This is an optimization exercise on Yosys and OpenROAD, whose aim is small area, a short achievable clock period and few clock cycles per item, not a production implementation. Where RTL was checked, it was by simulation tests only, not by an equivalence proof against the original. Only the layout flow was run in runs 1 to 3; the RTL was not checked for function there.

==> design.v <==
module sr_bf16 (
    input  wire        clk,
    input  wire        rst,
    input  wire        cfg_load,
    input  wire [63:0] cfg_seed,
    input  wire [63:0] cfg_step,
    input  wire [63:0] cfg_idx_base,
    input  wire [63:0] cfg_idx_stride,
    input  wire        in_valid,
    output reg         in_ready,
    input  wire [31:0] in_data,
    output reg         out_valid,
    input  wire        out_ready,
    output reg  [15:0] out_data
);
    reg [63:0] seed, step, stride;
    reg [63:0] idx;           
    function [31:0] rotl;
        input [31:0] x;
        input integer n;
        begin
            rotl = (x << n) | (x >> (32 - n));
        end
    endfunction
    function [31:0] add2;
        input [31:0] x, y;
        reg [31:0] p, g, pp, gg, p2, g2;
        integer i, l;
        begin
            p = x ^ y; g = x & y; pp = p; gg = g;
            for (l = 0; l < 5; l = l + 1) begin
                g2 = gg; p2 = pp;
                for (i = 0; i < 32; i = i + 1)
                    if ((i >> l) % 2 == 1) begin
                        gg[i] = g2[i] | (p2[i] & g2[((i >> l) << l) - 1]);
                        pp[i] = p2[i] & p2[((i >> l) << l) - 1];
                    end
            end
            add2 = p ^ {gg[30:0], 1'b0};
        end
    endfunction
    function [31:0] add3;
        input [31:0] x, y, z;
        reg [31:0] s, c;
        begin
            s = x ^ y ^ z;
            c = (x & y) | (x & z) | (y & z);
            add3 = add2(s, {c[30:0], 1'b0});
        end
    endfunction
    wire [31:0] k0 [0:3];
    wire [31:0] k1 [0:3];
    assign k0[0] = seed[31:0];
    assign k1[0] = seed[63:32];
    assign k0[1] = seed[31:0]  + 32'h9e37_79b9;
    assign k1[1] = seed[63:32] + 32'hbb67_ae85;
    assign k0[2] = seed[31:0]  + 32'h3c6e_f372;
    assign k1[2] = seed[63:32] + 32'h76cf_5d0a;
    assign k0[3] = seed[31:0]  + 32'hdaa6_6d2b;
    assign k1[3] = seed[63:32] + 32'h3237_0b8f;
    function [127:0] sr_step;
        input [127:0] st;
        input [31:0]  ka, kc;
        input integer j;
        reg [31:0] a, b, c, d;
        begin
            a = st[127:96]; b = st[95:64]; c = st[63:32]; d = st[31:0];
            case (j % 4)
                0: begin a = add3(a, b, ka); d = rotl(d ^ a, 16); end
                1: begin c = add3(c, d, kc); b = rotl(b ^ c, 12); end
                2: begin a = add2(a, b);     d = rotl(d ^ a, 8);  end
                default: begin c = add2(c, d); b = rotl(b ^ c, 7); end
            endcase
            sr_step = {a, b, c, d};
        end
    endfunction
    function [15:0] sr_round;
        input [31:0] x;
        input [15:0] r;
        reg [31:0] sum;
        begin
            if (x[30:23] == 8'hFF) begin
                if (x[22:0] != 23'd0) sr_round = {x[31], 15'h7FC0};    
                else                  sr_round = x[31:16];            
            end else begin
                sum = x + {16'd0, r};
                if (sum[30:23] == 8'hFF) sr_round = {x[31], 15'h7F7F};
                else                     sr_round = sum[31:16];
            end
        end
    endfunction
    integer j;
    reg  [2:0] rq_n;          
    reg  [3:0] gen_n;
    reg          x_v;          
    always @* begin
        gen_n = rq_n + p1_v + p2_v + p3_v + p4_v + p5_v;
    end
    wire issue = gen_n - x_v < 4'd7;
    reg [127:0] h0;
    always @* begin
        h0 = {idx[31:0], idx[63:32], step[31:0], step[63:32]};
        for (j = 0; j < 3; j = j + 1)
            h0 = sr_step(h0, k0[j / 4], k1[j / 4], j);
    end
    reg [127:0] p1_st;
    reg         p1_v;
    always @(posedge clk) begin
        p1_st <= h0;
        p1_v  <= !rst && !cfg_load && issue;
    end
    reg [127:0] h1;
    always @* begin
        h1 = p1_st;
        for (j = 3; j < 6; j = j + 1)
            h1 = sr_step(h1, k0[j / 4], k1[j / 4], j);
    end
    reg [127:0] p2_st;
    reg         p2_v;
    always @(posedge clk) begin
        p2_st <= h1;
        p2_v  <= !rst && !cfg_load && p1_v;
    end
    reg [127:0] h2;
    always @* begin
        h2 = p2_st;
        for (j = 6; j < 9; j = j + 1)
            h2 = sr_step(h2, k0[j / 4], k1[j / 4], j);
    end
    reg [127:0] p3_st;
    reg         p3_v;
    always @(posedge clk) begin
        p3_st <= h2;
        p3_v  <= !rst && !cfg_load && p2_v;
    end
    reg [127:0] h3;
    always @* begin
        h3 = p3_st;
        for (j = 9; j < 12; j = j + 1)
            h3 = sr_step(h3, k0[j / 4], k1[j / 4], j);
    end
    reg [127:0] p4_st;
    reg         p4_v;
    always @(posedge clk) begin
        p4_st <= h3;
        p4_v  <= !rst && !cfg_load && p3_v;
    end
    reg [127:0] h4;
    always @* begin
        h4 = p4_st;
        for (j = 12; j < 14; j = j + 1)
            h4 = sr_step(h4, k0[j / 4], k1[j / 4], j);
    end
    reg [127:0] p5_st;
    reg         p5_v;
    always @(posedge clk) begin
        p5_st <= h4;
        p5_v  <= !rst && !cfg_load && p4_v;
    end
    reg [127:0] h5;
    always @* begin
        h5 = p5_st;
        for (j = 14; j < 16; j = j + 1)
            h5 = sr_step(h5, k0[j / 4], k1[j / 4], j);
    end
    wire [31:0] rnd  = h5[127:96] ^ h5[95:64] ^ h5[63:32] ^ h5[31:0];
    wire        push = p5_v;
    reg [15:0] rq [0:6];
    reg [2:0]  rq_wr, rq_rd;
    wire [15:0] r_head = rq[rq_rd];
    always @(posedge clk) begin
        if (push)
            rq[rq_wr] <= rnd[15:0];
        if (rst || cfg_load) begin
            rq_n  <= 3'd0;
            rq_wr <= 3'd0;
            rq_rd <= 3'd0;
        end else begin
            rq_n  <= rq_n + push - x_v;
            if (push) rq_wr <= (rq_wr == 3'd6) ? 3'd0 : rq_wr + 1'b1;
            if (x_v)  rq_rd <= (rq_rd == 3'd6) ? 3'd0 : rq_rd + 1'b1;
        end
        if (cfg_load) begin
            seed   <= cfg_seed;
            step   <= cfg_step;
            stride <= cfg_idx_stride;
            idx    <= cfg_idx_base;
        end else if (issue) begin
            idx    <= idx + stride;
        end
    end
    wire accept = in_valid && in_ready;
    reg  [31:0] x_q;
    always @(posedge clk) begin
        x_q <= in_data;
        x_v <= !rst && accept;
    end
    wire [15:0] res = sr_round(x_q, r_head);
    reg  [2:0]  t;
    reg  [15:0] q1, q2;
    wire        pop = out_valid && out_ready;
    wire [3:0] r_av = rq_n + push - x_v;
    wire r_ok1 = r_av >= 3'd1;       
    wire r_ok2 = r_av >= 3'd2;       
    wire [1:0] o_n = t[0] + t[1] + t[2] + x_v;
    wire o_ok0 = o_n <= 2'd1;         
    wire o_ok1 = o_n <= 2'd2;         
    wire o_ok2 = 1'b1;                
    always @(posedge clk) begin
        if (rst) begin
            t         <= 3'd0;
            out_valid <= 1'b0;
            in_ready  <= 1'b0;
        end else begin
            if (x_v && !pop) begin
                t         <= {t[1:0], 1'b1};
                out_valid <= 1'b1;
            end else if (pop && !x_v) begin
                t         <= {1'b0, t[2:1]};
                out_valid <= t[1];
            end
            if (cfg_load)    in_ready <= 1'b0;
            else if (accept) in_ready <= r_ok2 && (pop ? o_ok1 : o_ok0);
            else             in_ready <= r_ok1 && (pop ? o_ok2 : o_ok1);
        end
        if (pop) out_data <= (t[0] && !t[1]) ? res : q1;
        else if (!t[0]) out_data <= res;
        if (pop) q1 <= (t[1] && !t[2]) ? res : q2;
        else if (t[0] && !t[1]) q1 <= res;
        if (!pop && t[1] && !t[2]) q2 <= res;
        else if (pop) q2 <= res;
    end
endmodule
==> run.sh <==
#!/bin/bash
# synth_recipe.tcl (not shown) runs the flow's synth.tcl, then flattens the netlist and writes it again
# the make line also repeats each setting of config.mk as NAME=value (left out here)
make -C /OpenROAD-flow-scripts/flow DESIGN_CONFIG=/design/flow/config.mk WORK_HOME=/design/flow/orfs CLKGATE_MAP_FILE= SYNTH_SCRIPT=/design/flow/synth_recipe.tcl finish
==> config.mk <==
export PLATFORM = sky130hd
export DESIGN_NAME = sr_bf16
export DESIGN_NICKNAME = sr_bf16
export VERILOG_FILES = /design/flow/design.v
export SDC_FILE = /design/flow/constraint.sdc
export NUM_CORES = 4
export LEC_CHECK = 0
export CAP_MARGIN = 20
export CORE_MARGIN = 2
export CORE_UTILIZATION = 40
export PLACE_DENSITY = 0.6
export SLEW_MARGIN = 20
==> constraint.sdc <==
create_clock -name core_clock -period 60.0 [get_ports {clk}]
set_input_delay 12.0000 -clock core_clock [delete_from_list [all_inputs] [get_ports {clk}]]
set_output_delay 12.0000 -clock core_clock [all_outputs]
set_load 0.01 [all_outputs]
==> out/qor_table.md, run 1 <==
| Parameter | Value |
|---|---|
| Worst setup skew after layout | 0.06056 ns |
| Clock tree sinks | 1110 |
| Setup violation total in the final timing report | 0 |
| Top delay family on crit path | buffers and inverters |
| Number of global-route vias before repair | 48303 |
| Total Negative Setup Slacks | 0 ns |
| Maximum root-to-sink buffer count | 3 |
| Number of input and output port buffers inserted | 310 |
| Total global routing track utilization | 0.2770 |
| Fraction of the mapped netlist area in compound gates | 0.1139 |
| Final design area excluding fillers | 77080 µm² |
| Met3 demand-to-capacity share in global routing | 0.03866 |
| CP Cell Sequence | clkdlybuf4s50_1 |
| Routed vias | 47087 |
| Nets in the synthesized netlist | 7560 |
| Cell with the most instances after synthesis | sky130_fd_sc_hd__inv_1 |
| Post-Synth Adder-Cell Area | 0.2054 |
| Worst EP arrival | 1.89 ns |
| Clock latency of the later-clocked register in the worst-skew pair | 0.81 ns |
| Die Span X | 413.8 µm |
| Least-Margin Pin Slew | 1.307 ns |
| Initial antenna violation count | 6 |
| Number of ports placed on the die boundary | 311 |
| CTS Root Cell | sky130_fd_sc_hd__clkbuf_16 |
| Critical path's largest stage delay | 0.60 ns |
| TritonCTS clock tree | done |
| Gp weighted congestion | 1.055 |
| Placeable core region | 167000 µm² |
| CP endpoint kind | primary output |
| Hold-fix buffer count after cts | 0 |
| Biggest area consumer among synthesized cells | sky130_fd_sc_hd__dfxtp_1 |
| Post-synth EDFFs | 400 |
| Global routing met2 resource utilization | 0.4664 |
| CTS Buf Count | 121 |
| Mapped cell area | 67170 µm² |
| Share of final-layout standard cells stronger than drive strength 1 | 0.05201 |
| Die Y-Extent | 413.8 µm |
| Total setup buffers inserted after CTS | 0 |
| DRC violations left | 0 |
| Fin crit period | 13.89 ns |
| Fraction of synthesized cell area taken by the top area cell type | 0.2116 |
| Global route total overflow | 0 |
| DP Area | 72910 µm² |
| Pin count of the biggest net entering global routing | 93 |
| Setup repair after global routing missed its margin | no |
| Total length of routed wires | 238.5 mm |
| Final-report max-slew violation count | 0 |
| Initial Util | 0.4021 |
| Die area | 171200 µm² |
| Commonest register cell after synthesis | sky130_fd_sc_hd__dfxtp_1 |
| Worst relative slew slack | 0.1258 |
| Max-cap violations | 0 |
| Core Rows | 150 |
| Total number of H-tree levels | 3 |
| Async set or reset register ratio after synthesis | 0 |
| Post-route fraction of the period consumed by the critical path | 0.2315 |
| Required time reported for the critical path endpoint | 48.00 ns |
| Filler cell count | 15609 |
| Post-Synthesis Mean Instance Area | 10.56 µm² |
| Number of cells produced by synthesis | 6360 |
| GR peak layer | met2 |
| Worst Path Buf+Inv | 1 |
| HPWL reported at the end of detailed placement | 205.2 mm |
| Share of the synthesized netlist area taken by xor and xnor gates | 0.1532 |
| Startpoint type of the worst setup path | flop |
| Critical setup path kind | reg2out |
| First-pass GRT wire length | 334.1 mm |
| Vias per cell | 5.212 |
| Router iterations before antenna repair | 8 |
| Mean routed wirelength per cell | 26.40 µm |
| Count of different cell masters after synthesis | 104 |
| Final hold viol count | 0 |
| Main combinational cell family by area after synthesis | adder cells |
| Signed area change from the synthesized netlist to the final layout | 14.75% |
| Cell types with the highest counts after synthesis | sky130_fd_sc_hd__inv_1 (744), sky130_fd_sc_hd__dfxtp_1 (710), sky130_fd_sc_hd__xnor2_1 (683) |
| Count of routing violations after the opening detailed-route iteration | 3591 |
| Post-synthesis sequential element count | 1110 |
| Register area share after synthesis | 0.3904 |
| Maximum frequency from static timing analysis | 0.07201 GHz |
| Tightest Hold Check Type | reg2reg |
| Area contributors post-synth | sky130_fd_sc_hd__dfxtp_1 (21%), sky130_fd_sc_hd__edfxtp_1 (18%), sky130_fd_sc_hd__ha_1 (11%) |
| Antenna violation net count after detailed routing | 0 |
| Proportion of synthesized area in mux cells | 0.01157 |
| Net count reported at finish | 7919 |
| Total of cells resized after clock tree synthesis | 0 |
| Post-synthesis simple-gate area fraction | 0.07723 |
| Met1 global-route usage | 0.3196 |
| Total of warnings raised by yosys | 1 |
| Crit-path max FO | 6 |
| Register clock-pin slew on the reported worst setup and hold paths | 0.06 ns |
| Result of the run | complete, no violations |
| Master of the slowest instance on the critical path | sky130_fd_sc_hd__clkdlybuf4s50_1 |
==> cell usage in the layout (no fill, tap or decap), drive strengths merged, types with 56 or more instances in the layout <==
cell type      synthesis  final
o21a                  98     98
inv                  745    752
edfxtp               400    400
clkbuf                83    167
nor2                 311    311
a21oi                335    335
nand2                317    317
fa                   325    325
nor2b                 56     56
nand3                 65     65
clkdlybuf4s50          0    309
o21ai                244    244
xnor2                689    689
a21o                 186    186
dfxtp                710    710
xor2                 468    468
ha                   582    582
nor3                 105    105
==> metrics by stage <==
stage | setup slack [ns] | std cells | util | hold WS (ns)
6_report | 46.11 | 9034 | 0.4615 | 0.4431
5_1_grt | 46.02 | 9030 | 0.4614 | 0.4662
4_1_cts | 46.07 | 9029 | 0.4613 | 0.4443
3_5_place_dp | 45.41 | 8799 | 0.4365 | 0.4366
3_3_place_gp | 45.45 | 8798 | 0.4363 | 0.4420
2_1_floorplan | 46.15 | 6360 | - | 0.4197
==> logic make-up after synthesis <==
family / Yosys count
flip-flops: 1110
adder cells (fa/ha/maj): 908
buffers and inverters: 857
multiplexers: 55
AO/OA/AOI/OAI: 1169
XOR/XNOR: 1162
AND/OR/NAND/NOR: 1099
==> worst paths after layout <==
path,from,endpoint,slack (ns),depth (start not counted)
setup / recovery,t[0]$_SDFFE_PP0P_,out_valid,46.11,1
hold / removal,p1_v$_DFF_P_,p2_v$_DFF_P_,0.44,2
setup reg to reg,seed[34]$_DFFE_PP_,p4_st[70]$_DFF_P_,46.94,43
hold reg to reg,p1_v$_DFF_P_,p2_v$_DFF_P_,0.44,2
==> registers in the layout (all words and copies together) (netlist names), 3 cells and up, named ones only <==
name and flops:
seed 64, step 64, rq 112, idx 64, t 3, p5_st 128, rq_wr 3, p3_st 128
rq_n 3, x_q 32, stride 64, out_data 16, q2 16, p2_st 128, q1 16, rq_rd 3
p1_st 128, p4_st 128
==> tightest hold or removal path, cell delays in order (launching register included) <==
cell and delay (ns):
sky130_fd_sc_hd__dfxtp_1 0.30, sky130_fd_sc_hd__inv_1 0.06, sky130_fd_sc_hd__nor2_1 0.04
==> cell type report <==
class | instances | area (µm²) | share of cell area
diodes | 4 | 10.01 | 0.0001299
repair buffers | 342 | 3359 | 0.04358
flip-flops and latches | 1110 | 26230 | 0.3402
clock buffers | 167 | 3457 | 0.04485
clock inverters | 63 | 679.4 | 0.008814
well taps | 2204 | 2758 | 0.03578
inverters | 751 | 2819 | 0.03657
multi-input cells | 4393 | 37770 | 0.4900
==> layer usage <==
layer  up-vias  share of wire
li1      22212              -
met1     22757           0.39
met2      1595           0.47
met3       521          0.050
met4         2          0.092
met5         -       0.000055
==> run 2: changes to the inputs <==
--- a/config.mk
+++ b/config.mk
@@ -7,3 +7,3 @@
 export LEC_CHECK = 0
-export CAP_MARGIN = 20
+export CAP_MARGIN = 40
 export CORE_MARGIN = 2
@@ -11,2 +11,2 @@
 export PLACE_DENSITY = 0.6
-export SLEW_MARGIN = 20
+export SLEW_MARGIN = 60
==> run 2 against run 1 <==
Worst hold slack gained 0.0034 ns. Highest routed layer unchanged. Routed wire length grew 0.24%. Still clean. Count of clock-buffer cells in the layout grew 7. Maximum frequency shrank 0.65%. Largest cell class unchanged.
==> out/qor_table.md, run 2 <==
| Parameter | Value | Delta |
|---|---|---|
| Non-filler cells, final | 9080 | was 9034 |
| Least-Margin Pin Slew | 0.6726 ns | was 1.307 ns |
| Initial Util | 0.4021 | unchanged |
| Area contributors post-synth | sky130_fd_sc_hd__dfxtp_1 (21%), sky130_fd_sc_hd__edfxtp_1 (18%), sky130_fd_sc_hd__ha_1 (11%) | unchanged |
| CTS Buf Count | 130 | was 121 |
| Gp weighted congestion | 1.055 | unchanged |
| Signed area change from the synthesized netlist to the final layout | 18.23% | was 14.75% |
| Startpoint type of the worst setup path | primary input | was flop |
| Placeable core region | 167000 µm² | unchanged |
| Setup repair after global routing missed its margin | no | unchanged |
| Final-report max-slew violation count | 0 | unchanged |
| Hold-fix buffer count after cts | 0 | unchanged |
| Biggest area consumer among synthesized cells | sky130_fd_sc_hd__dfxtp_1 | unchanged |
| Register clock-pin slew on the reported worst setup and hold paths | 0.06 ns | about the same |
| Fin crit period | 13.98 ns | was 13.89 ns |
| Total number of H-tree levels | 4 | was 3 |
| Die Y-Extent | 413.8 µm | unchanged |
| Leading cell type in the layout, fill and taps excluded | sky130_fd_sc_hd__inv_1 | unchanged |
| Initial antenna violation count | 10 | was 6 |
| Antenna violation net count after detailed routing | 0 | unchanged |
| Clock tree sinks | 1110 | unchanged |
| Mean routed wirelength per cell | 26.32 µm | was 26.40 µm |
| Commonest register cell after synthesis | sky130_fd_sc_hd__dfxtp_1 | unchanged |
| CTS Root Cell | sky130_fd_sc_hd__clkbuf_16 | unchanged |
| Global route total overflow | 0 | unchanged |
| HPWL reported at the end of detailed placement | 206.1 mm | was 205.2 mm |
| Worst setup skew after layout | 0.04489 ns | was 0.06056 ns |
| Total length of routed wires | 239.0 mm | was 238.5 mm |
| Number of global-route vias before repair | 49081 | was 48303 |
| Count of different cell masters after synthesis | 104 | unchanged |
| Result of the run | complete, no violations | unchanged |
| Net count reported at finish | 7964 | was 7919 |
| Nets in the synthesized netlist | 7560 | unchanged |
| Core Rows | 150 | unchanged |
| Maximum frequency from static timing analysis | 0.07154 GHz | was 0.07201 GHz |
| Cell with the most instances after synthesis | sky130_fd_sc_hd__inv_1 | unchanged |
| Share of the synthesized netlist area taken by xor and xnor gates | 0.1532 | unchanged |
| Fraction of synthesized cell area taken by the top area cell type | 0.2116 | unchanged |
| Post-Synth Adder-Cell Area | 0.2054 | unchanged |
| Die area | 171200 µm² | unchanged |
| Launch point of the worst path | out_ready | was t[0]$_SDFFE_PP0P_ |
| Area used by sequential logic in the layout | 26230 µm² | about the same |
| Mapped cell area | 67170 µm² | unchanged |
| Number of ports placed on the die boundary | 311 | unchanged |
| Post-synth EDFFs | 400 | unchanged |
| Number of cells produced by synthesis | 6360 | unchanged |
| Post-synthesis simple-gate area fraction | 0.07723 | unchanged |
| Pin count of the biggest net entering global routing | 93 | unchanged |
| TritonCTS clock tree | done | unchanged |
| Post-route fraction of the period consumed by the critical path | 0.2330 | was 0.2315 |
| Router iterations before antenna repair | 8 | unchanged |
| Cell types with the highest counts after synthesis | sky130_fd_sc_hd__inv_1 (744), sky130_fd_sc_hd__dfxtp_1 (710), sky130_fd_sc_hd__xnor2_1 (683) | unchanged |
| Total setup buffers inserted after CTS | 0 | unchanged |
| Total of warnings raised by yosys | 1 | unchanged |
| Total Negative Setup Slacks | 0 ns | unchanged |
| Worst relative slew slack | 0.5501 | was 0.1258 |
| Post-synthesis sequential element count | 1110 | unchanged |
| Die Span X | 413.8 µm | unchanged |
| Area taken by multi-input logic gates | 39490 µm² | was 37770 µm² |
| Final hold viol count | 0 | unchanged |
| R2R depth | 48 | was 43 |
| Routed vias | 47532 | was 47087 |
| Reg-to-reg setup timing slack | 47.58 ns | was 46.94 ns |
| Clock latency of the later-clocked register in the worst-skew pair | 0.81 ns | about the same |
| Number of input and output port buffers inserted | 310 | unchanged |
| Vias per cell | 5.235 | was 5.212 |
| Fraction of the mapped netlist area in compound gates | 0.1139 | unchanged |
| DRC violations left | 0 | unchanged |
| Reg2Reg Launch Point | seed[35]$_DFFE_PP_ | was seed[34]$_DFFE_PP_ |
| Post-Synthesis Mean Instance Area | 10.56 µm² | unchanged |
| Crit-path max FO | 16 | was 6 |
| Total of cells resized after clock tree synthesis | 0 | unchanged |
| Number of placed cells counting well taps | 8826 | was 8799 |
| Async set or reset register ratio after synthesis | 0 | unchanged |
| First-pass GRT wire length | 336.7 mm | was 334.1 mm |
| Filler cell count | 15326 | was 15609 |
| Setup violation total in the final timing report | 0 | unchanged |
| Count of routing violations after the opening detailed-route iteration | 3647 | was 3591 |
| CP endpoint kind | flop | was primary output |
| Share of final-layout standard cells stronger than drive strength 1 | 0.08968 | was 0.05201 |
| Maximum root-to-sink buffer count | 3 | unchanged |
| Worst EP arrival | 14.52 ns | was 1.89 ns |
| Register area share after synthesis | 0.3904 | unchanged |
| Tightest Hold Check Type | reg2reg | unchanged |
| Main combinational cell family by area after synthesis | adder cells | unchanged |
| Max-cap violations | 0 | unchanged |
| Required time reported for the critical path endpoint | 60.54 ns | was 48.00 ns |
| Critical setup path kind | in2reg | was reg2out |
| Total global routing track utilization | 0.2796 | was 0.2770 |
| Most used cells in the layout excluding fill and tap cells | sky130_fd_sc_hd__inv_1 (742), sky130_fd_sc_hd__dfxtp_1 (707), sky130_fd_sc_hd__xnor2_1 (583) | was sky130_fd_sc_hd__inv_1 (744), sky130_fd_sc_hd__dfxtp_1 (709), sky130_fd_sc_hd__xnor2_1 (679) |
| Endpoint of the most critical setup path | out_data[4]$_DFFE_PP_ | was out_valid |
| Reg-to-reg critical path endpoint | p4_st[70]$_DFF_P_ | unchanged |
| Proportion of synthesized area in mux cells | 0.01157 | unchanged |
==> run 2: final cells by class <==
type,instances,share of cell area
Antenna cell,7,0.0002206
Clock buffer,174,0.04704
Clock inverter,63,0.008161
Inverter,751,0.03549
Multi-Input combinational cell,4393,0.4972
Sequential cell,1110,0.3303
Tap cell,2204,0.03472
Timing Repair Buffer,378,0.04685
==> run 2: worst max-delay path, cell delays in order <==
cell	delay, ns
sky130_fd_sc_hd__clkdlybuf4s50_1	0.48
sky130_fd_sc_hd__and2_1	0.45
sky130_fd_sc_hd__clkinv_1	0.58
sky130_fd_sc_hd__nor2_1	0.59
sky130_fd_sc_hd__nor2_2	0.20
sky130_fd_sc_hd__a22o_1	0.23
==> run 2: worst min path at each step <==
stage	slack, ns	endpoint	cells after the start	startpoint
global placement	0.44	p2_v$_DFF_P_	2	p1_v$_DFF_P_
detailed placement	0.44	p2_v$_DFF_P_	2	p1_v$_DFF_P_
CTS	0.45	p2_v$_DFF_P_	2	p1_v$_DFF_P_
finish	0.45	p2_v$_DFF_P_	2	p1_v$_DFF_P_
global route	0.47	p2_v$_DFF_P_	2	p1_v$_DFF_P_
floorplan	0.42	p2_v$_DFF_P_	2	p1_v$_DFF_P_
==> run 2: cell families after synthesis <==
| logic type | count (synthesis) |
|---|---|
| AO/OA/AOI/OAI | 1169 |
| XOR/XNOR | 1162 |
| flip-flops | 1110 |
| AND/OR/NAND/NOR | 1099 |
| adder cells (fa/ha/maj) | 908 |
| buffers and inverters | 857 |
| multiplexers | 55 |
==> run 2: routing by layer <==
metal  wire, µm  track usage  part of all wire
met1      92770       0.3225              0.39
met3      11330      0.03741             0.047
met2     111400       0.4644              0.47
met5         26            0           0.00011
met4      23500       0.2284             0.098
==> run 2: stage by stage <==
stage | area [µm²] | setup slack, ns | hold WS (ns) | util
floorplan | 67170 | 46.15 | 0.4197 | -
global placement | 72880 | 45.45 | 0.4420 | 0.4363
detailed placement | 74750 | 45.42 | 0.4421 | 0.4475
CTS | 79130 | 46.07 | 0.4493 | 0.4738
global route | 79400 | 45.86 | 0.4727 | 0.4754
finish | 79420 | 46.02 | 0.4465 | 0.4755
==> run 3: changes to the inputs <==
--- a/design.v
+++ b/design.v
@@ -98,3 +98,3 @@
     end
-    wire issue = gen_n - x_v < 4'd7;
+    wire issue = gen_n - x_v < 4'd6;
     reg [127:0] h0;
@@ -167,3 +167,3 @@
     wire        push = p5_v;
-    reg [15:0] rq [0:6];
+    reg [15:0] rq [0:5];
     reg [2:0]  rq_wr, rq_rd;
@@ -179,4 +179,4 @@
             rq_n  <= rq_n + push - x_v;
-            if (push) rq_wr <= (rq_wr == 3'd6) ? 3'd0 : rq_wr + 1'b1;
-            if (x_v)  rq_rd <= (rq_rd == 3'd6) ? 3'd0 : rq_rd + 1'b1;
+            if (push) rq_wr <= (rq_wr == 3'd5) ? 3'd0 : rq_wr + 1'b1;
+            if (x_v)  rq_rd <= (rq_rd == 3'd5) ? 3'd0 : rq_rd + 1'b1;
         end
@@ -191,3 +191,4 @@
     end
-    wire accept = in_valid && in_ready;
+    reg         rdy;           
+    wire        accept = in_valid && rdy;
     reg  [31:0] x_q;
@@ -200,10 +201,19 @@
     reg  [15:0] q1, q2;
-    wire        pop = out_valid && out_ready;
-    wire [3:0] r_av = rq_n + push - x_v;
-    wire r_ok1 = r_av >= 3'd1;       
-    wire r_ok2 = r_av >= 3'd2;       
-    wire [1:0] o_n = t[0] + t[1] + t[2] + x_v;
-    wire o_ok0 = o_n <= 2'd1;         
-    wire o_ok1 = o_n <= 2'd2;         
-    wire o_ok2 = 1'b1;                
+    wire        pop = t[0] && out_ready;
+    wire [3:0] r_av = rq_n + push + p4_v - x_v;
+    wire r_ok0 = r_av >= 4'd1;      
+    wire r_ok1 = r_av >= 4'd2;      
+    wire [2:0] o_n = t[0] + t[1] + t[2] + x_v;
+    wire o_ok00 = o_n <= 3'd2;          
+    wire o_ok01 = o_n <= 3'd1;          
+    wire o_ok11 = o_n <= 3'd2;          
+    wire rdy_0 = r_ok0 && o_ok00;
+    wire rdy_1 = r_ok1 && o_ok01;
+    wire rdy_p0 = r_ok0;                
+    wire rdy_p1 = r_ok1 && o_ok11;
+    wire [15:0] head_h = t[0] ? out_data : res;
+    wire [15:0] head_p = t[1] ? q1 : res;
+    wire [15:0] q1_h   = (t[0] && !t[1]) ? res : q1;
+    wire [15:0] q1_p   = (t[1] && !t[2]) ? res : q2;
+    wire [15:0] q2_h   = (t[1] && !t[2]) ? res : q2;
     always @(posedge clk) begin
@@ -213,20 +223,20 @@
             in_ready  <= 1'b0;
+            rdy       <= 1'b0;
         end else begin
-            if (x_v && !pop) begin
-                t         <= {t[1:0], 1'b1};
-                out_valid <= 1'b1;
-            end else if (pop && !x_v) begin
-                t         <= {1'b0, t[2:1]};
-                out_valid <= t[1];
+            if (x_v && !pop)
+                t <= {t[1:0], 1'b1};
+            else if (pop && !x_v)
+                t <= {1'b0, t[2:1]};
+            out_valid <= x_v || t[1] || (out_valid && !out_ready);
+            if (cfg_load) begin
+                in_ready <= 1'b0;
+                rdy      <= 1'b0;
+            end else begin
+                in_ready <= pop ? (accept ? rdy_p1 : rdy_p0) : (accept ? rdy_1 : rdy_0);
+                rdy      <= accept ? (pop ? rdy_p1 : rdy_1) : (pop ? rdy_p0 : rdy_0);
             end
-            if (cfg_load)    in_ready <= 1'b0;
-            else if (accept) in_ready <= r_ok2 && (pop ? o_ok1 : o_ok0);
-            else             in_ready <= r_ok1 && (pop ? o_ok2 : o_ok1);
-        end
-        if (pop) out_data <= (t[0] && !t[1]) ? res : q1;
-        else if (!t[0]) out_data <= res;
-        if (pop) q1 <= (t[1] && !t[2]) ? res : q2;
-        else if (t[0] && !t[1]) q1 <= res;
-        if (!pop && t[1] && !t[2]) q2 <= res;
-        else if (pop) q2 <= res;
+        end
+        out_data <= pop ? head_p : head_h;
+        q1       <= pop ? q1_p : q1_h;
+        q2       <= pop ? res : q2_h;
     end
--- a/config.mk
+++ b/config.mk
@@ -7,3 +7,3 @@
 export LEC_CHECK = 0
-export CAP_MARGIN = 40
+export CAP_MARGIN = 20
 export CORE_MARGIN = 2
@@ -11,2 +11,2 @@
 export PLACE_DENSITY = 0.6
-export SLEW_MARGIN = 60
+export SLEW_MARGIN = 20
==> run 3 against run 2 <==
Still clean on timing, DRC and antenna. First-iteration DRC count is 4.3% lower. Via count is 1.4% lower. Maximum frequency is 2.4% higher. Final area is 3.7% lower. Setup slack better by 0.33 ns. Critical endpoint is now out_data[1]. Utilization is 1.2 points lower. Synthesized area is 0.95% lower.
==> out/qor_table.md, run 3 <==
| Parameter | Value | Delta |
|---|---|---|
| Result of the run | complete, no violations | unchanged |
| Required time reported for the critical path endpoint | 48.00 ns | was 60.54 ns |
| Post-synth EDFFs | 384 | was 400 |
| Total of cells resized after clock tree synthesis | 0 | unchanged |
| Max-cap violations | 0 | unchanged |
| Reg-to-reg critical path endpoint | p4_st[69]$_DFF_P_ | was p4_st[70]$_DFF_P_ |
| Total Negative Setup Slacks | 0 ns | unchanged |
| Hold-fix buffer count after cts | 0 | unchanged |
| Global route total overflow | 0 | unchanged |
| Leading cell type in the layout, fill and taps excluded | sky130_fd_sc_hd__inv_1 | unchanged |
| Top delay family on crit path | buffers and inverters | was simple AND/OR/NAND/NOR gates |
| Non-filler cells, final | 8968 | was 9080 |
| Antenna violation net count after detailed routing | 0 | unchanged |
| Mean routed wirelength per cell | 25.88 µm | was 26.32 µm |
| Number of global-route vias before repair | 47595 | was 49081 |
| Core Rows | 149 | was 150 |
| Count of routing violations after the opening detailed-route iteration | 3489 | was 3647 |
| TritonCTS clock tree | done | unchanged |
| Reg-to-reg setup timing slack | 47.39 ns | was 47.58 ns |
| Worst setup skew after layout | 0.04051 ns | was 0.04489 ns |
| Endpoint of the most critical setup path | out_data[1] | was out_data[4]$_DFFE_PP_ |
| Register clock-pin slew on the reported worst setup and hold paths | 0.06 ns | about the same |
| Gp weighted congestion | 0.9997 | was 1.055 |
| Placeable core region | 165000 µm² | was 167000 µm² |
| Tightest Hold Check Type | reg2reg | unchanged |
| Number of cells produced by synthesis | 6300 | was 6360 |
| Reg2Reg Launch Point | seed[40]$_DFFE_PP_ | was seed[35]$_DFFE_PP_ |
| Number of input and output port buffers inserted | 310 | unchanged |
| Die area | 169600 µm² | was 171200 µm² |
| R2R depth | 46 | was 48 |
| Clock latency of the later-clocked register in the worst-skew pair | 0.79 ns | was 0.81 ns |
| Async set or reset register ratio after synthesis | 0 | unchanged |
| Crit. path cell count | 1 | was 6 |
| Vias per cell | 5.227 | was 5.235 |
| Total setup buffers inserted after CTS | 0 | unchanged |
| Worst Path Buf+Inv | 1 | was 2 |
| Critical setup path kind | reg2out | was in2reg |
| Master of the slowest instance on the critical path | sky130_fd_sc_hd__clkdlybuf4s50_1 | was sky130_fd_sc_hd__nor2_1 |
| Crit-path max FO | 1 | was 16 |
| Area contributors post-synth | sky130_fd_sc_hd__dfxtp_1 (21%), sky130_fd_sc_hd__edfxtp_1 (17%), sky130_fd_sc_hd__ha_1 (11%) | was sky130_fd_sc_hd__dfxtp_1 (21%), sky130_fd_sc_hd__edfxtp_1 (18%), sky130_fd_sc_hd__ha_1 (11%) |
| CP endpoint kind | primary output | was flop |
| Clock tree sinks | 1096 | was 1110 |
| Net count reported at finish | 7879 | was 7964 |
| DRC violations left | 0 | unchanged |
| Mapped cell area | 66530 µm² | was 67170 µm² |
| Setup repair after global routing missed its margin | no | unchanged |
| Pin count of the biggest net entering global routing | 89 | was 93 |
| Maximum root-to-sink buffer count | 3 | unchanged |
| Post-Synthesis Mean Instance Area | 10.56 µm² | about the same |
| Signed area change from the synthesized netlist to the final layout | 14.97% | was 18.23% |
| Initial Util | 0.4033 | was 0.4021 |
| Fin crit period | 13.65 ns | was 13.98 ns |
| Worst Hold Margin | 0.4417 ns | was 0.4465 ns |
| Most used cells in the layout excluding fill and tap cells | sky130_fd_sc_hd__inv_1 (724), sky130_fd_sc_hd__dfxtp_1 (711), sky130_fd_sc_hd__xnor2_1 (694) | was sky130_fd_sc_hd__inv_1 (742), sky130_fd_sc_hd__dfxtp_1 (707), sky130_fd_sc_hd__xnor2_1 (583) |
| Nets in the synthesized netlist | 7505 | was 7560 |
| Least-Margin Pin Slew | 1.100 ns | was 0.6726 ns |
| CTS Buf Count | 120 | was 130 |
| Commonest register cell after synthesis | sky130_fd_sc_hd__dfxtp_1 | unchanged |
| CP Cell Sequence | clkdlybuf4s50_1 | was clkdlybuf4s50_1, and2_1, clkinv_1, nor2_1, nor2_2, a22o_1 |
| Final hold viol count | 0 | unchanged |
| Total of warnings raised by yosys | 1 | unchanged |
| Initial antenna violation count | 4 | was 10 |
| Post-synthesis sequential element count | 1096 | was 1110 |
| Fraction of synthesized cell area taken by the top area cell type | 0.2142 | was 0.2116 |
| Maximum frequency from static timing analysis | 0.07324 GHz | was 0.07154 GHz |
| Final-report max-slew violation count | 0 | unchanged |
| Cell types with the highest counts after synthesis | sky130_fd_sc_hd__inv_1 (724), sky130_fd_sc_hd__dfxtp_1 (712), sky130_fd_sc_hd__xnor2_1 (697) | was sky130_fd_sc_hd__inv_1 (744), sky130_fd_sc_hd__dfxtp_1 (710), sky130_fd_sc_hd__xnor2_1 (683) |
| Share of final-layout standard cells stronger than drive strength 1 | 0.05003 | was 0.08968 |
| HPWL reported at the end of detailed placement | 200.1 mm | was 206.1 mm |
| Die Y-Extent | 411.8 µm | was 413.8 µm |
| First-pass GRT wire length | 327.6 mm | was 336.7 mm |
| Count of different cell masters after synthesis | 93 | was 104 |
| Number of placed cells counting well taps | 8741 | was 8826 |
| Number of ports placed on the die boundary | 311 | unchanged |
| Die Span X | 411.8 µm | was 413.8 µm |
| Worst EP arrival | 1.65 ns | was 14.52 ns |
| Cell with the most instances after synthesis | sky130_fd_sc_hd__inv_1 | unchanged |
| Routed vias | 46877 | was 47532 |
| Startpoint type of the worst setup path | flop | was primary input |
| Biggest area consumer among synthesized cells | sky130_fd_sc_hd__dfxtp_1 | unchanged |
| Worst relative slew slack | 0.2612 | was 0.5501 |
| Setup violation total in the final timing report | 0 | unchanged |
| Router iterations before antenna repair | 5 | was 8 |
| Critical path's largest stage delay | 0.55 ns | was 0.59 ns |
| Total length of routed wires | 232.1 mm | was 239.0 mm |
| CTS Root Cell | sky130_fd_sc_hd__clkbuf_16 | unchanged |
| Total global routing track utilization | 0.2717 | was 0.2796 |
| Total number of H-tree levels | 3 | was 4 |
| Launch point of the worst path | out_data[1]$_DFFE_PP_ | was out_ready |
| Filler cell count | 15289 | was 15326 |
| Register area share after synthesis | 0.3876 | was 0.3904 |
| Post-route fraction of the period consumed by the critical path | 0.2275 | was 0.2330 |
==> run 3: cell count changes in the layout (fill, tap and decap cells not counted), sizes merged, moves of 12 or more <==
cell and delta:
clkinv -12, mux2 -17, nand3 +14, nor3 -26, edfxtp -16, inv -16
nor2 +12, nand4 -12, and3 +26, and2 -13, nand2 -40, buf -37
==> run 3: worst reg2reg max path, delay by kind of cell, from the launching register on <==
family	cells	cell delay, ns
compound gates	23	6.59
xor+xnor	7	1.93
fa+ha+maj	5	1.92
buf+inv	3	0.52
flops	1	0.54
simple gates	8	1.06
==> run 3: final cells by class <==
type	instances	area [µm²]	area share
diodes	3	7.507	0.00009815
clock buffers	167	3563	0.04659
clock inverters	57	693.2	0.009062
inverters	730	2740	0.03582
multi-input cells	4385	37620	0.4918
flip-flops and latches	1096	25790	0.3371
well taps	2189	2739	0.03581
repair buffers	341	3341	0.04368
==> run 3: through the flow <==
step | area, µm² | setup slack [ns] | util
after floorplan | 66530 | 46.18 | -
after global placement | 72190 | 45.65 | 0.4375
after detailed placement | 72210 | 45.59 | 0.4377
after CTS | 76470 | 46.29 | 0.4635
after global routing | 76480 | 46.29 | 0.4636
final | 76490 | 46.35 | 0.4636
==> run 3: routing by layer <==
layer,wire (µm),up-vias,part of all wire,GRT usage
li1,-,22111,-,-
met1,91870,22593,0.40,0.3246
met2,108400,1664,0.47,0.4493
met3,11820,509,0.051,0.03567
met4,19950,0,0.086,0.1982
met5,0,-,0,0
==> run 3: how the worst min path moves through the flow <==
stage / startpoint / endpoint / cells after the start
floorplan: q2[0]$_DFF_P_ / q2[0]$_DFF_P_ / 2
global placement: p1_v$_DFF_P_ / p2_v$_DFF_P_ / 2
detailed placement: q2[0]$_DFF_P_ / q2[0]$_DFF_P_ / 2
CTS: q2[0]$_DFF_P_ / q2[0]$_DFF_P_ / 2
global route: q2[0]$_DFF_P_ / q2[0]$_DFF_P_ / 2
finish: q2[0]$_DFF_P_ / q2[0]$_DFF_P_ / 2
==> run 3: logic make-up (layout without fill, tap and decap cells) <==
group,count (synthesis),count (layout),synth area share
other,0,3,0
multiplexers,38,38,0.008801
AO/OA/AOI/OAI,1186,1186,0.1151
adder cells (fa/ha/maj),912,912,0.2084
XOR/XNOR,1168,1168,0.1545
buffers and inverters,819,1295,0.04805
flip-flops,1096,1096,0.3876
AND/OR/NAND/NOR,1081,1081,0.07754
==> run 4: changes to the inputs <==
--- a/design.v
+++ b/design.v
@@ -96,9 +96,16 @@
     always @* begin
-        gen_n = rq_n + p1_v + p2_v + p3_v + p4_v + p5_v;
+        gen_n = rq_n + pa_v + p1_v + p2_v + p3_v + p4_v;
     end
     wire issue = gen_n - x_v < 4'd6;
+    reg [31:0] pa, pb;
+    reg        pa_v;
+    always @(posedge clk) begin
+        pa   <= add3(idx[31:0], idx[63:32], k0[0]);
+        pb   <= idx[63:32];
+        pa_v <= !rst && !cfg_load && issue;
+    end
     reg [127:0] h0;
     always @* begin
-        h0 = {idx[31:0], idx[63:32], step[31:0], step[63:32]};
-        for (j = 0; j < 3; j = j + 1)
+        h0 = {pa, pb, step[31:0], rotl(step[63:32] ^ pa, 16)};
+        for (j = 1; j < 4; j = j + 1)
             h0 = sr_step(h0, k0[j / 4], k1[j / 4], j);
@@ -109,3 +116,3 @@
         p1_st <= h0;
-        p1_v  <= !rst && !cfg_load && issue;
+        p1_v  <= !rst && !cfg_load && pa_v;
     end
@@ -114,3 +121,3 @@
         h1 = p1_st;
-        for (j = 3; j < 6; j = j + 1)
+        for (j = 4; j < 7; j = j + 1)
             h1 = sr_step(h1, k0[j / 4], k1[j / 4], j);
@@ -126,3 +133,3 @@
         h2 = p2_st;
-        for (j = 6; j < 9; j = j + 1)
+        for (j = 7; j < 10; j = j + 1)
             h2 = sr_step(h2, k0[j / 4], k1[j / 4], j);
@@ -138,3 +145,3 @@
         h3 = p3_st;
-        for (j = 9; j < 12; j = j + 1)
+        for (j = 10; j < 13; j = j + 1)
             h3 = sr_step(h3, k0[j / 4], k1[j / 4], j);
@@ -150,19 +157,7 @@
         h4 = p4_st;
-        for (j = 12; j < 14; j = j + 1)
+        for (j = 13; j < 16; j = j + 1)
             h4 = sr_step(h4, k0[j / 4], k1[j / 4], j);
     end
-    reg [127:0] p5_st;
-    reg         p5_v;
-    always @(posedge clk) begin
-        p5_st <= h4;
-        p5_v  <= !rst && !cfg_load && p4_v;
-    end
-    reg [127:0] h5;
-    always @* begin
-        h5 = p5_st;
-        for (j = 14; j < 16; j = j + 1)
-            h5 = sr_step(h5, k0[j / 4], k1[j / 4], j);
-    end
-    wire [31:0] rnd  = h5[127:96] ^ h5[95:64] ^ h5[63:32] ^ h5[31:0];
-    wire        push = p5_v;
+    wire [31:0] rnd  = h4[127:96] ^ h4[95:64] ^ h4[63:32] ^ h4[31:0];
+    wire        push = p4_v;
     reg [15:0] rq [0:5];
@@ -202,3 +197,3 @@
     wire        pop = t[0] && out_ready;
-    wire [3:0] r_av = rq_n + push + p4_v - x_v;
+    wire [3:0] r_av = rq_n + push + p3_v - x_v;
     wire r_ok0 = r_av >= 4'd1;      
--- a/config.mk
+++ b/config.mk
@@ -10,2 +10,3 @@
 export CORE_UTILIZATION = 40
+export CTS_BUF_LIST = sky130_fd_sc_hd__clkbuf_8
 export PLACE_DENSITY = 0.6
==> run 4 against run 3 <==
Clock skew is 0.031 ns higher. Critical endpoint unchanged. Utilization about the same. Synthesized area shrank 1.6%. Global-route usage increased by 1.5 points. Critical path type unchanged. Setup slack got worse by 0.29 ns. Non-clock buffer count grew 8. Highest routed layer unchanged.
==> out/qor_table.md, run 4 <==
| Parameter | Value | Delta |
|---|---|---|
| Total length of routed wires | 241.7 mm | was 232.1 mm |
| Worst relative slew slack | 0.2137 | was 0.2612 |
| Fraction of synthesized cell area taken by the top area cell type | 0.1982 | was 0.2142 |
| Post-synthesis sequential element count | 1032 | was 1096 |
| Biggest area consumer among synthesized cells | sky130_fd_sc_hd__dfxtp_1 | unchanged |
| Post-synth EDFFs | 384 | unchanged |
| HPWL reported at the end of detailed placement | 209.1 mm | was 200.1 mm |
| Placeable core region | 162600 µm² | was 165000 µm² |
| Pin count of the biggest net entering global routing | 87 | was 89 |
| Antenna violation net count after detailed routing | 0 | unchanged |
| CTS Buf Count | 185 | was 120 |
| Nets in the synthesized netlist | 7488 | was 7505 |
| Setup violation total in the final timing report | 0 | unchanged |
| Die Span X | 408.5 µm | was 411.8 µm |
| Area contributors post-synth | sky130_fd_sc_hd__dfxtp_1 (20%), sky130_fd_sc_hd__edfxtp_1 (18%), sky130_fd_sc_hd__ha_1 (11%) | was sky130_fd_sc_hd__dfxtp_1 (21%), sky130_fd_sc_hd__edfxtp_1 (17%), sky130_fd_sc_hd__ha_1 (11%) |
| Number of cells produced by synthesis | 6283 | was 6300 |
| CTS Root Cell | sky130_fd_sc_hd__clkbuf_8 | was sky130_fd_sc_hd__clkbuf_16 |
| Maximum root-to-sink buffer count | 3 | unchanged |
| Hold-fix buffer count after cts | 0 | unchanged |
| Cell types with the highest counts after synthesis | sky130_fd_sc_hd__inv_1 (743), sky130_fd_sc_hd__xnor2_1 (672), sky130_fd_sc_hd__dfxtp_1 (648) | was sky130_fd_sc_hd__inv_1 (724), sky130_fd_sc_hd__dfxtp_1 (712), sky130_fd_sc_hd__xnor2_1 (697) |
| Master of the slowest instance on the critical path | sky130_fd_sc_hd__clkdlybuf4s50_1 | unchanged |
| Total Negative Setup Slacks | 0 ns | unchanged |
| Least-Margin Pin Slew | 1.175 ns | was 1.100 ns |
| Global route total overflow | 0 | unchanged |
| Worst setup skew after layout | 0.07134 ns | was 0.04051 ns |
| Net count reported at finish | 7920 | was 7879 |
| Gp weighted congestion | 1.006 | was 0.9997 |
| Cell with the most instances after synthesis | sky130_fd_sc_hd__inv_1 | unchanged |
| Top delay family on crit path | buffers and inverters | unchanged |
| First-pass GRT wire length | 338.9 mm | was 327.6 mm |
| Final-report max-slew violation count | 0 | unchanged |
| Post-Synthesis Mean Instance Area | 10.42 µm² | was 10.56 µm² |
| Number of input and output port buffers inserted | 310 | unchanged |
| Startpoint type of the worst setup path | flop | unchanged |
| Most used cells in the layout excluding fill and tap cells | sky130_fd_sc_hd__inv_1 (788), sky130_fd_sc_hd__xnor2_1 (669), sky130_fd_sc_hd__dfxtp_1 (647) | was sky130_fd_sc_hd__inv_1 (724), sky130_fd_sc_hd__dfxtp_1 (711), sky130_fd_sc_hd__xnor2_1 (694) |
| Maximum frequency from static timing analysis | 0.07170 GHz | was 0.07324 GHz |
| Register area share after synthesis | 0.3744 | was 0.3876 |
| Mapped cell area | 65450 µm² | was 66530 µm² |
| Die area | 166900 µm² | was 169600 µm² |
| Count of different cell masters after synthesis | 90 | was 93 |
| Initial Util | 0.4025 | was 0.4033 |
| Leading cell type in the layout, fill and taps excluded | sky130_fd_sc_hd__inv_1 | unchanged |
| Total number of H-tree levels | 4 | was 3 |
| Setup repair after global routing missed its margin | no | unchanged |
| Share of final-layout standard cells stronger than drive strength 1 | 0.06040 | was 0.05003 |
| Tightest Hold Check Type | reg2reg | unchanged |
| Critical setup path kind | reg2out | unchanged |
| Total of cells resized after clock tree synthesis | 0 | unchanged |
| Crit-path max FO | 1 | unchanged |
| Async set or reset register ratio after synthesis | 0 | unchanged |
| Fin crit period | 13.95 ns | was 13.65 ns |
| Area used by sequential logic in the layout | 24500 µm² | was 25790 µm² |
| Total setup buffers inserted after CTS | 0 | unchanged |
| Worst EP arrival | 1.95 ns | was 1.65 ns |
| Vias per cell | 5.149 | was 5.227 |
| Number of global-route vias before repair | 47818 | was 47595 |
| CP endpoint kind | primary output | unchanged |
| Core Rows | 148 | was 149 |
| Mean routed wirelength per cell | 26.72 µm | was 25.88 µm |
| Initial antenna violation count | 2 | was 4 |
| Area taken by multi-input logic gates | 37810 µm² | was 37620 µm² |
| CP Cell Sequence | clkdlybuf4s50_1 | unchanged |
| TritonCTS clock tree | done | unchanged |
| Clock latency of the later-clocked register in the worst-skew pair | 0.98 ns | was 0.79 ns |
| Clock tree sinks | 1032 | was 1096 |
| Total of warnings raised by yosys | 1 | unchanged |
| DRC violations left | 0 | unchanged |
| End-of-flow core utilization | 0.4640 | was 0.4636 |
| Router iterations before antenna repair | 5 | unchanged |
| Post-route fraction of the period consumed by the critical path | 0.2324 | was 0.2275 |
| Critical path's largest stage delay | 0.60 ns | was 0.55 ns |
| Result of the run | complete, no violations | unchanged |
| Required time reported for the critical path endpoint | 48.00 ns | about the same |
| Total global routing track utilization | 0.2869 | was 0.2717 |
| Final hold viol count | 0 | unchanged |
| Filler cell count | 15447 | was 15289 |
| Die Y-Extent | 408.5 µm | was 411.8 µm |
| Count of routing violations after the opening detailed-route iteration | 3325 | was 3489 |
| Number of ports placed on the die boundary | 311 | unchanged |
| Worst Path Buf+Inv | 1 | unchanged |
| Signed area change from the synthesized netlist to the final layout | 15.28% | was 14.97% |
| Register clock-pin slew on the reported worst setup and hold paths | 0.06 ns | about the same |
| Commonest register cell after synthesis | sky130_fd_sc_hd__dfxtp_1 | unchanged |
| Routed vias | 46585 | was 46877 |
| Max-cap violations | 0 | unchanged |
## run 4: worst paths after layout
path                                       startpoint          endpoint  slack, ns  depth (start not counted)
worst max register to register      seed[2]$_DFFE_PP_  p2_st[6]$_DFF_P_      47.00                         41
worst min-delay path                   q2[15]$_DFF_P_    q2[15]$_DFF_P_       0.46                          2
worst max-delay path            out_data[1]$_DFFE_PP_       out_data[1]      46.05                          1
worst min register to register         q2[15]$_DFF_P_    q2[15]$_DFF_P_       0.46                          2
## run 4: per-stage QoR
| stage | worst slack (ns) | cell area [µm²] | hold slack, ns | cells |
|---|---|---|---|---|
| after CTS | 45.95 | 75410 | 0.4609 | 9044 |
| after detailed placement | 45.50 | 71230 | 0.4461 | 8701 |
| after global routing | 45.99 | 75450 | 0.4842 | 9047 |
| final | 46.05 | 75450 | 0.4550 | 9047 |
| after floorplan | 46.23 | 65450 | 0.3740 | 6283 |
| after global placement | 45.55 | 71210 | 0.4324 | 8701 |
## run 4: kinds of logic (layout without fill, tap and decap cells)
logic type      after synthesis  count (layout)  share of synthesized area
compound gates             1185            1185                     0.1177
xor+xnor                   1162            1162                     0.1579
fa+ha+maj                   912             912                     0.2119
buf+inv                     855            1443                    0.04911
flops                      1032            1032                     0.3744
mux                          43              43                   0.009788
other cells                   0               1                          0
simple gates               1094            1094                    0.07924
## run 4: metal layers
layer  vias to the layer above  GRT usage  share of wire
li1                      22200          -              -
met1                     22379     0.3341           0.39
met2                      1473     0.4885           0.48
met3                       533    0.03806          0.044
met4                         0     0.2010          0.080
met5                         -          0              0
## run 4: layout make-up
cell class,count,share of cell area
Sequential cell,1032,0.3248
Antenna cell,1,0.00003317
Multi-Input combinational cell,4396,0.5012
Timing Repair Buffer,349,0.04517
Clock buffer,223,0.04068
Tap cell,2175,0.03607
Clock inverter,120,0.01471
Inverter,751,0.03736
Testbench counts of run 4, summed over its fixed seeds: cycles 24,056, items 24,000.
==> run 5: changes to the inputs <==
--- a/config.mk
+++ b/config.mk
@@ -10,3 +10,2 @@
 export CORE_UTILIZATION = 40
-export CTS_BUF_LIST = sky130_fd_sc_hd__clkbuf_8
 export PLACE_DENSITY = 0.6
==> run 5 against run 4 <==
Still clean. Critical path depth is the same. First-iteration DRC count grew 1.2%. Critical endpoint unchanged.
==> out/qor_table.md, run 5 <==
| Parameter | Value | Delta |
|---|---|---|
| Result of the run | complete, no violations | unchanged |
| Reg2Reg Launch Point | seed[2]$_DFFE_PP_ | unchanged |
| Tightest Hold Check Type | reg2reg | unchanged |
| Endpoint of the most critical setup path | out_data[1] | unchanged |
| Total length of routed wires | 241.3 mm | was 241.7 mm |
| Number of cells produced by synthesis | 6283 | unchanged |
| DRC violations left | 0 | unchanged |
| Worst Path Buf+Inv | 1 | unchanged |
| Share of final-layout standard cells stronger than drive strength 1 | 0.04832 | was 0.06040 |
| Worst relative slew slack | 0.2164 | was 0.2137 |
| Post-synth EDFFs | 384 | unchanged |
| Final hold viol count | 0 | unchanged |
| End-of-flow core utilization | 0.4648 | was 0.4640 |
| Nets in the synthesized netlist | 7488 | unchanged |
| Fin crit period | 13.75 ns | was 13.95 ns |
| Die area | 166900 µm² | unchanged |
| Global route total overflow | 0 | unchanged |
| Max-cap violations | 0 | unchanged |
| Count of different cell masters after synthesis | 90 | unchanged |
| Crit. path cell count | 1 | unchanged |
| Gp weighted congestion | 1.006 | unchanged |
| Router iterations before antenna repair | 6 | was 5 |
| Antenna violation net count after detailed routing | 0 | unchanged |
| Least-Margin Pin Slew | 1.167 ns | was 1.175 ns |
| Number of placed cells counting well taps | 8701 | unchanged |
| Total of warnings raised by yosys | 1 | unchanged |
| DP Area | 71230 µm² | unchanged |
| Required time reported for the critical path endpoint | 48.00 ns | about the same |
| Non-filler cells, final | 8923 | was 9047 |
| Leading cell type in the layout, fill and taps excluded | sky130_fd_sc_hd__inv_1 | unchanged |
| Initial antenna violation count | 2 | unchanged |
| Mapped cell area | 65450 µm² | unchanged |
| Die Y-Extent | 408.5 µm | unchanged |
| Worst setup skew after layout | 0.07751 ns | was 0.07134 ns |
| Vias per cell | 5.196 | was 5.149 |
| Crit-path max FO | 1 | unchanged |
| Final-report max-slew violation count | 0 | unchanged |
| Total of cells resized after clock tree synthesis | 0 | unchanged |
| Cell types with the highest counts after synthesis | sky130_fd_sc_hd__inv_1 (743), sky130_fd_sc_hd__xnor2_1 (672), sky130_fd_sc_hd__dfxtp_1 (648) | unchanged |
| Routed vias | 46360 | was 46585 |
| Async set or reset register ratio after synthesis | 0 | unchanged |
| Worst EP arrival | 1.75 ns | was 1.95 ns |
| Cell with the most instances after synthesis | sky130_fd_sc_hd__inv_1 | unchanged |
| Initial Util | 0.4025 | unchanged |
| Reg-to-reg setup timing slack | 47.02 ns | was 47.00 ns |
| Setup violation total in the final timing report | 0 | unchanged |
| Critical setup path kind | reg2out | unchanged |
| Post-synthesis sequential element count | 1032 | unchanged |
| Commonest register cell after synthesis | sky130_fd_sc_hd__dfxtp_1 | unchanged |
| TritonCTS clock tree | done | unchanged |
| First-pass GRT wire length | 337.7 mm | was 338.9 mm |
| Maximum root-to-sink buffer count | 3 | unchanged |
| Total global routing track utilization | 0.2854 | was 0.2869 |
| Core Rows | 148 | unchanged |
| Mean routed wirelength per cell | 27.04 µm | was 26.72 µm |
| Final design area excluding fillers | 75570 µm² | was 75450 µm² |
| Biggest area consumer among synthesized cells | sky130_fd_sc_hd__dfxtp_1 | unchanged |
| Setup repair after global routing missed its margin | no | unchanged |
| R2R depth | 40 | was 41 |
| Net count reported at finish | 7851 | was 7920 |
| Fraction of synthesized cell area taken by the top area cell type | 0.1982 | unchanged |
| Top delay family on crit path | buffers and inverters | unchanged |
| Pin count of the biggest net entering global routing | 87 | unchanged |
| CP endpoint kind | primary output | unchanged |
| Launch point of the worst path | out_data[1]$_DFFE_PP_ | unchanged |
| Critical path's largest stage delay | 0.60 ns | about the same |
| Startpoint type of the worst setup path | flop | unchanged |
| Number of ports placed on the die boundary | 311 | unchanged |
| Clock tree sinks | 1032 | unchanged |
| Number of input and output port buffers inserted | 310 | unchanged |
| Register clock-pin slew on the reported worst setup and hold paths | 0.06 ns | about the same |
| Hold-fix buffer count after cts | 0 | unchanged |
| Filler cell count | 15344 | was 15447 |
| Die Span X | 408.5 µm | unchanged |
| Placeable core region | 162600 µm² | unchanged |
| Count of routing violations after the opening detailed-route iteration | 3366 | was 3325 |
| Area used by sequential logic in the layout | 24500 µm² | unchanged |
| Clock latency of the later-clocked register in the worst-skew pair | 0.79 ns | was 0.98 ns |
| Maximum frequency from static timing analysis | 0.07271 GHz | was 0.07170 GHz |
| Number of global-route vias before repair | 47118 | was 47818 |
| Total setup buffers inserted after CTS | 0 | unchanged |
| CTS Buf Count | 116 | was 185 |
| Signed area change from the synthesized netlist to the final layout | 15.47% | was 15.28% |
| Area taken by multi-input logic gates | 37810 µm² | unchanged |
| Post-route fraction of the period consumed by the critical path | 0.2292 | was 0.2324 |
| Total number of H-tree levels | 3 | was 4 |
| Total Negative Setup Slacks | 0 ns | unchanged |
| Post-Synthesis Mean Instance Area | 10.42 µm² | unchanged |
| Area contributors post-synth | sky130_fd_sc_hd__dfxtp_1 (20%), sky130_fd_sc_hd__edfxtp_1 (18%), sky130_fd_sc_hd__ha_1 (11%) | unchanged |
| Reg-to-reg critical path endpoint | p2_st[6]$_DFF_P_ | unchanged |
| CTS Root Cell | sky130_fd_sc_hd__clkbuf_16 | was sky130_fd_sc_hd__clkbuf_8 |
| Master of the slowest instance on the critical path | sky130_fd_sc_hd__clkdlybuf4s50_1 | unchanged |
| Most used cells in the layout excluding fill and tap cells | sky130_fd_sc_hd__inv_1 (743), sky130_fd_sc_hd__xnor2_1 (669), sky130_fd_sc_hd__dfxtp_1 (647) | was sky130_fd_sc_hd__inv_1 (788), sky130_fd_sc_hd__xnor2_1 (669), sky130_fd_sc_hd__dfxtp_1 (647) |
| CP Cell Sequence | clkdlybuf4s50_1 | unchanged |
| Register area share after synthesis | 0.3744 | unchanged |
| HPWL reported at the end of detailed placement | 209.1 mm | unchanged |
run 5: cell families after synthesis:
family,after synthesis,synth area share
AOI/OAI and AO/OA,1185,0.1177
muxes,43,0.009788
and+or+nand+nor,1094,0.07924
DFF,1032,0.3744
adders and majority gates,912,0.2119
buffers and inverters,855,0.04911
xor gates and xnor gates,1162,0.1579
run 5: routing by layer:
metal	vias up	routed length [µm]	track usage
li1	22056	-	-
met1	22297	94900	0.3356
met2	1522	116500	0.4892
met3	485	10620	0.03167
met4	0	19260	0.1950
met5	-	0	0
run 5: worst min-delay path by stage:
stage	from	to	slack [ns]	depth (start not counted)
final	q2[15]$_DFF_P_	q2[15]$_DFF_P_	0.46	2
after global routing	pa_v$_DFF_P_	p1_v$_DFF_P_	0.48	2
after CTS	q2[15]$_DFF_P_	q2[15]$_DFF_P_	0.46	2
after detailed placement	q2[4]$_DFF_P_	q2[4]$_DFF_P_	0.45	2
after global placement	idx[54]$_DFFE_PP_	pb[22]$_DFF_P_	0.43	0
after floorplan	idx[32]$_DFFE_PP_	pb[0]$_DFF_P_	0.37	0
run 5: area by class of cell:
type / instances / area share
multi-input combinational: 4396 / 0.5003
sequential: 1032 / 0.3243
timing repair buffer: 349 / 0.04510
clock buffer: 150 / 0.04351
inverter: 751 / 0.03730
tap: 2175 / 0.03601
clock inverter: 69 / 0.01343
antenna: 1 / 0.00003311
run 5: metrics by stage:
| stage | hold WS, ns | setup slack, ns |
|---|---|---|
| global route | 0.4846 | 46.13 |
| CTS | 0.4612 | 46.17 |
| global placement | 0.4324 | 45.55 |
| detailed placement | 0.4461 | 45.50 |
| floorplan | 0.3740 | 46.23 |
| finish | 0.4562 | 46.25 |

[port drivers added, routing unchanged]
How much do the figures lean on ideal ports? The routed layouts below were timed once more, with nothing changed but the port constraints. Step 1, drivers: a clkbuf_16 drives clk and a buf_2 each remaining input, both assumed. Step 2 moves the port delays by t, midway between the first and last clock arrival at a register: inputs arrive t later, outputs are due t later. That takes back most of the time a late clock gives input paths. Slacks: no drivers / after step 1 / after step 2; pairs: no drivers / after step 1.
| run | t (ns) | setup slack, ns | worst setup path at the end | latest minus earliest clock arrival (ns) | slew at the worst register clock pin (ns) |
|---|---|---|---|---|---|
| run 1 | 0.865 | 46.113 / 46.027 / 45.363 | input to register | 0.060 / 0.061 | 0.07 / 0.07 |
| run 2 | 0.866 | 46.022 / 46.022 / 45.210 | input to register | 0.046 / 0.046 | 0.07 / 0.07 |
| run 3 | 0.853 | 46.347 / 46.260 / 45.680 | input to register | 0.041 / 0.041 | 0.07 / 0.07 |
| run 4 | 1.020 | 46.054 / 45.982 / 45.560 | input to register | 0.072 / 0.071 | 0.07 / 0.07 |
| run 5 | 0.834 | 46.247 / 46.162 / 45.581 | input to register | 0.078 / 0.079 | 0.07 / 0.07 |
After both steps setup and hold are still met in every run listed. For run 2, which loses most, drivers alone change the setup slack by 0.000 ns; drivers and shift together by -0.812 ns.
